What follows belongs to an exercise in optimizing a design on an open flow for small area, a short achievable clock period and few clock cycles per item; a production flow would make more cautious choices.
Power and IR drop assume default switching activity.

## lath_eval
module lath_eval (
    input  wire        clk,
    input  wire        rst,
    input  wire [31:0] origin_x,       
    input  wire [31:0] origin_y,       
    input  wire [31:0] pitch_x,        
    input  wire [31:0] pitch_y,        
    input  wire [31:0] lath_pitch,     
    input  wire [31:0] phase_offset,   
    input  wire [15:0] slant_num,      
    input  wire [15:0] slant_den,      
    input  wire        in_valid,
    output wire        in_ready,
    input  wire [13:0] px,
    input  wire [12:0] py,
    input  wire [1:0]  stripe,
    input  wire [15:0] corr,           
    output reg         out_valid,
    output wire [6:0]  v,
    output reg  [31:0] m,
    output reg  [15:0] corr_o,
    output wire [47:0] xo,             
    output wire [47:0] yo              
);
    reg [31:0] lp_r;
    reg [33:0] lp3_r;                  
    reg [34:0] pol_r;                  
    reg [15:0] den_r;
    wire [33:0] lp3_s;
    wire [34:0] pol_s;
    wire        lp3_co, pol_co;
    add_sk #(34) u_lp3 (.a({2'b0, lp_r}), .b({1'b0, lp_r, 1'b0}), .cin(1'b0), .s(lp3_s), .co(lp3_co));
    add_sk #(35) u_pol (.a({3'b0, phase_offset}), .b({1'b0, lp_r, 2'b00}), .cin(1'b0), .s(pol_s), .co(pol_co));
    always @(posedge clk) begin
        lp_r  <= lath_pitch;
        lp3_r <= lp3_s;
        pol_r <= pol_s;
        den_r <= slant_den;
    end
    reg  lnz;                          
    always @(posedge clk) lnz <= |lath_pitch;
    reg        a_free;
    reg        f_prei, f_pre, f_pk, f_pka, f_pkw, f_kml, f_h0, f_h, f_p, f_c, f_done;
    reg [5:0]  a_cnt;
    reg        a_last;                 
    reg        pvalid;                 
    reg        yk;                     
    reg        acin_r;                 
    reg        rk;                     
  ...
Size in the first run: roughly 5200 cells after synthesis, ~430 I/O pins, about 38000 µm² of cells after synthesis.
Settings: LEC_CHECK=0, ABC_AREA=1, CAP_MARGIN=20, CORE_MARGIN=2, CORE_UTILIZATION=60, PLACE_DENSITY=0.75, SLEW_MARGIN=20; clock period 11.0 ns.
run.sh (not shown) runs the stock make flow with config.mk's settings and CLKGATE_MAP_FILE= SYNTH_SCRIPT=/design/flow/synth_recipe.tcl, a recipe that flattens the netlist after the stock synthesis.
Rerun with:
--- a/flow/design.v
+++ b/flow/design.v
@@ -21,26 +21,32 @@
     output reg  [15:0] corr_o,
     output wire [47:0] xo,             
     output wire [47:0] yo              
 );
     reg [31:0] lp_r;
     reg [33:0] lp3_r;                  
     reg [34:0] pol_r;                  
     reg [15:0] den_r;
+    reg [29:0] ox_r, oy_r;
+    reg [18:0] ptx_r, pty_r;
     wire [33:0] lp3_s;
     wire [34:0] pol_s;
     wire        lp3_co, pol_co;
     add_sk #(34) u_lp3 (.a({2'b0, lp_r}), .b({1'b0, lp_r, 1'b0}), .cin(1'b0), .s(lp3_s), .co(lp3_co));
     add_sk #(35) u_pol (.a({3'b0, phase_offset}), .b({1'b0, lp_r, 2'b00}), .cin(1'b0), .s(pol_s), .co(pol_co));
     always @(posedge clk) begin
         lp_r  <= lath_pitch;
         lp3_r <= lp3_s;
         pol_r <= pol_s;
         den_r <= slant_den;
+        ox_r  <= origin_x[29:0];
+        oy_r  <= origin_y[29:0];
+        ptx_r <= pitch_x[18:0];
+        pty_r <= pitch_y[18:0];
     end
     reg  lnz;                          
     always @(posedge clk) lnz <= |lath_pitch;
     reg        a_free;
     reg        f_prei, f_pre, f_pk, f_pka, f_pkw, f_kml, f_h0, f_h, f_p, f_c, f_done;
     reg [5:0]  a_cnt;
     reg        a_last;                 
     reg        pvalid;                 
@@ -136,20 +142,20 @@
     add_sk #(35) u_bs3 (.a({1'b0, bt}), .b(~{1'b0, lp3_r}), .cin(1'b1), .s(bs3), .co(bc3));
     wire        g3  = ~bs3[34];
     wire        g2  = ~bs2[34];
     wire        g1  = ~bs1[34];
     wire [31:0] b_next = g3 ? bs3[31:0] : (g2 ? bs2[31:0] : (g1 ? bs1[31:0] : bt[31:0]));
     wire        qh  = g2;
     wire        ql  = g3 | (g1 & ~g2);
     wire [39:0] xx   = ({40{o_dbl}} & {xacc[38:0], 1'b0}) | ({40{o_pass}} & xacc)
-                     | ({40{o_x2}} & {20'd0, pitch_x[18:0], 1'b0});
+                     | ({40{o_x2}} & {20'd0, ptx_r, 1'b0});
     wire [39:0] yx   = ({40{o_dbl}} & {yacc[38:0], 1'b0}) | ({40{o_pass}} & yacc);
-    wire [39:0] xy   = ({40{o_org}} & {{10{origin_x[29]}}, origin_x[29:0]}) | ({40{o_xadd}} & {21'd0, pitch_x[18:0]});
-    wire [39:0] yy   = ({40{o_org}} & {{10{origin_y[29]}}, origin_y[29:0]}) | ({40{o_yadd}} & {21'd0, pitch_y[18:0]});
+    wire [39:0] xy   = ({40{o_org}} & {{10{ox_r[29]}}, ox_r}) | ({40{o_xadd}} & {21'd0, ptx_r});
+    wire [39:0] yy   = ({40{o_org}} & {{10{oy_r[29]}}, oy_r}) | ({40{o_yadd}} & {21'd0, pty_r});
     wire [39:0] xsum, ysum;
     wire        x_co, y_co;
     add_sk #(40) u_xo (.a(xx), .b(xy), .cin(1'b0), .s(xsum), .co(x_co));
     add_sk #(40) u_yo (.a(yx), .b(yy), .cin(1'b0), .s(ysum), .co(y_co));
     assign v  = vq[7:1];
     assign xo = {{8{xacc[39]}}, xacc};
     assign yo = {{8{yacc[39]}}, yacc};
     always @(*) begin
Outcome: Routed wire length rises by a few percent. Total power went up by roughly a tenth. Sequential share of layout area goes up by 2.9 points. Non-clock buffer count shrinks by 2. Cell area is higher by a few percent. Final cell count came out higher slightly. Critical path depth drops by 3. Clock-buffer cell count goes up by 18. Worst setup slack gets worse by 0.058 ns. Fmax came out lower slightly. Synthesized cell count came out higher slightly. Via count increases slightly.
Function was not checked in any run of this note: the RTL went through the layout flow alone.

---

lath_eval, a different RTL version from the one above (not shown whole).
Size in the first run: roughly 4700 cells after synthesis, ~530 flip-flops, about 36000 µm² of cells after synthesis.
export LEC_CHECK = 0
export ABC_AREA = 1
export CAP_MARGIN = 20
export CORE_MARGIN = 2
export CORE_UTILIZATION = 60
export PLACE_DENSITY = 0.75
export SLEW_MARGIN = 20
create_clock -name core_clock -period 11.0 [get_ports {clk}]
Edit:
--- a/flow/design.v
+++ b/flow/design.v
@@ -13,34 +13,35 @@
     output wire        in_ready,
     input  wire [13:0] px,
     input  wire [12:0] py,
     input  wire [1:0]  stripe,
     input  wire [15:0] corr,           
     output reg         out_valid,
     output wire [6:0]  v,
     output reg  [31:0] m,
     output reg  [15:0] corr_o,
     output wire [47:0] xo,             
     output wire [47:0] yo              
 );
-    reg [31:0] lp_r;                   
+    reg [31:0] lp_r;
     reg [34:0] pol_r;                  
     reg [15:0] den_r;
     reg         pol_c;
     wire [17:0] pol_lo;
     wire [16:0] pol_hi;
     wire        pol_clo, pol_chi;
     add_sk #(18) u_pol_lo (.a(phase_offset[17:0]), .b({lp_r[15:0], 2'b00}), .cin(1'b0), .s(pol_lo), .co(pol_clo));
     add_sk #(17) u_pol_hi (.a({3'b0, phase_offset[31:18]}), .b({1'b0, lp_r[31:16]}), .cin(pol_c), .s(pol_hi), .co(pol_chi));
     always @(posedge clk) begin
+        lp_r  <= lath_pitch;
         pol_c <= pol_clo;
         pol_r <= {pol_hi, pol_lo};
         den_r <= slant_den;
     end
     reg  lnz;                          
     always @(posedge clk) lnz <= |lath_pitch;
     reg        a_free;
     reg        f_prei, f_pre, f_pk, f_pka, f_pkw, f_kml, f_h0, f_h, f_p, f_c, f_done;
     reg [5:0]  a_cnt;
     reg        a_last;                 
     reg        pvalid;                 
     reg        yk;                     
@@ -65,27 +66,24 @@
     wire a_ready  = a_free | bl_r;
     assign in_ready = rdy_r;
     wire accept   = in_valid & a_ready;
     wire b_loadk  = f_pka;             
     wire b_loadd  = f_prei;            
     wire b_any    = b_load | b_loadk | b_loadd;
     wire b_run    = b_busy & ~b_pre & ~b_div;   
     wire inflight_n = accept | (~a_free & ~b_load) | b_load | (b_busy & ~b_last);
     wire f_c_n    = f_p;
     wire f_done_n = (f_c | f_done) & ~b_load;
     wire b_busy_n = b_any | (b_busy & ~b_last);
     wire b_last_n = ~b_any & b_busy & (b_cnt == (b_div ? 5'd18 : 5'd14));
-    wire b_div_n  = b_loadd | (b_div & ~b_last);
-    always @(posedge clk)
-        lp_r <= b_div_n ? {16'd0, den_r} : lath_pitch;
     wire bl_n     = (f_c_n | f_done_n) & (~b_busy_n | b_last_n);
     wire a_free_n = (a_free | b_load) & ~in_valid;
     wire pass_n   = (f_h & a_last) | f_p | f_done_n | f_pk;
     reg [13:0] pxa;
     reg [1:0]  sta;
     reg [12:0] pya;                    
     reg [15:0] corra;
     reg [46:0] acc;                    
     reg [15:0] rr;                     
     reg [1:0]  cq;                     
     reg [40:0] kq;                     
     reg [15:0] krem;
@@ -124,26 +122,26 @@
     add_sk #(46) u_acc (.a(ax[46:1]), .b(ay[46:1]), .cin(ak1), .s(ahi), .co(a_co));
     wire [46:0] asum = {ahi, as0};
     wire [15:0] nsn  = ~slant_num + 16'd1;             
     wire        nsg  = ~slant_num[15] & (|slant_num);  
     reg [31:0] br;                     
     reg [21:0] bq;                     
     reg [11:0] pxb;
     reg [11:0] pyb;
     reg [7:0]  vq;
     reg [38:0] xacc, yacc;             
     reg [31:0] m_r;
     reg [15:0] corr_r;
-    wire [31:0] dv  = lp_r;
-    wire [33:0] bt  = {br, bq[21:20]};
+    wire [31:0] dv  = b_div ? {16'd0, den_r} : lp_r;
+    wire [33:0] bt  = {br, b_div ? kq[40:39] : bq[21:20]};
     wire [34:0] bs1, bs2, bs3;
     wire        bc1, bc2, bc3;
     add_sk #(35) u_bs1 (.a({1'b0, bt}), .b(~{3'b0, dv}), .cin(1'b1), .s(bs1), .co(bc1));
     add_sk #(35) u_bs2 (.a({1'b0, bt}), .b(~{2'b0, dv, 1'b0}), .cin(1'b1), .s(bs2), .co(bc2));
     wire [34:0] b3x = {1'b0, bt};
     wire [34:0] b3y = ~{3'b0, dv};
     wire [34:0] b3z = ~{2'b0, dv, 1'b0};
     wire [34:0] b3s = b3x ^ b3y ^ b3z;
     wire [34:0] b3c = {(b3x[33:0] & b3y[33:0]) | (b3x[33:0] & b3z[33:0]) | (b3y[33:0] & b3z[33:0]), 1'b1};
     add_sk #(35) u_bs3 (.a(b3s), .b(b3c), .cin(1'b1), .s(bs3), .co(bc3));
     wire        g3  = ~bs3[34];
     wire        g2  = ~bs2[34];
@@ -161,25 +159,24 @@
     add_sk #(39) u_xo (.a(xx), .b(xy), .cin(1'b0), .s(xsum), .co(x_co));
     add_sk #(39) u_yo (.a(yx), .b(yy), .cin(1'b0), .s(ysum), .co(y_co));
     assign v  = vq[7:1];
     assign xo = {{10{~xacc[38]}}, xacc[37:0]};     
     assign yo = {{10{~yacc[38]}}, yacc[37:0]};
     always @(*) begin
         m      = m_r;
         corr_o = corr_r;
     end
     always @(posedge clk) begin
         if (b_loadd) begin
             br <= nsg ? {16'd0, den_r - 16'd1} : 32'd0;
-            bq <= {nsn, 6'd0};
         end else if (b_any) begin
             br <= {7'd0, asum[46:22]};
             bq <= asum[21:0];
         end else begin
             br <= b_next;
             bq <= {bq[19:0], 2'b00};
         end
         if (b_mcap) begin
             m_r    <= b_next & {32{lnz}};
         end
         if (b_vst)
             vq <= {vq[5:0], qh & lnz, ql & lnz};
@@ -196,25 +193,25 @@
         end
     end
     always @(posedge clk) begin
         rr <= r_next;
         if (a_ready) begin
             pxa   <= px;
             sta   <= stripe;
             pya   <= py;
             corra <= corr;
             rr    <= 16'd0;
         end
         if (f_prei) begin
-            kq <= {40'd0, nsg};
+            kq <= {nsn, 24'd0, nsg};
         end
         if (b_div)
             kq <= {kq[38:0], qh, ql};
         if (f_pk)
             krem <= br[15:0];
         if (f_pk)
             acc <= {{6{kq[40]}}, kq};                    
         else
             acc <= asum;
         if (f_kml)
             kq <= {9'd0, m_r};
         cq <= {c1, c0};
The changed run produced a clean layout; die area is higher by 1.3%; synthesized area is higher by 1.3%; final area is higher by 1.0%; final cell count is higher by 1.9%; via count is higher by 3.5%; setup slack loses 450 ps; core utilization is lower by 0.58 points; non-clock buffer count is lower by 2; fmax is lower by 8.4%; count of clock-buffer cells in the layout is unchanged; routed wire length is higher by 8.0%; sequential power stays flat; sequential share of layout area is higher by 0.22 points.
No run of this note included a check of the RTL's function; only the layout flow was run.

## static timing again, ports no longer ideal
In the flow no input, the clock included, has a driving cell. The finished layouts below were timed again as built, in two steps.
Step 1 sets driving cells, clkbuf_16 on the clock port and buf_2 on the other inputs (assumed; they add their load-dependent delay and slew).
Step 2 also shifts input and output timing later by t, the mid clock arrival at the registers, as if the neighbouring blocks saw the same clock.
a / b / c = ideal / step 1 / step 2; a / b = the first two.
run	t, ns	setup WS [ns]	latest minus earliest clock arrival (ns)
the first run of note 1	0.709	6.340 / 6.368 / 5.659	0.028 / 0.028
the second run of note 1	0.683	6.281 / 6.281 / 6.071	0.019 / 0.019
the first run of note 2	0.701	6.092 / 6.092 / 5.838	0.028 / 0.029
the second run of note 2	0.708	5.642 / 5.642 / 5.517	0.039 / 0.039
After both steps setup and hold are still met in every run listed. The setup slack of the first run of note 1, which loses most, moves by +0.028 ns with the drivers and by -0.681 ns with both steps.
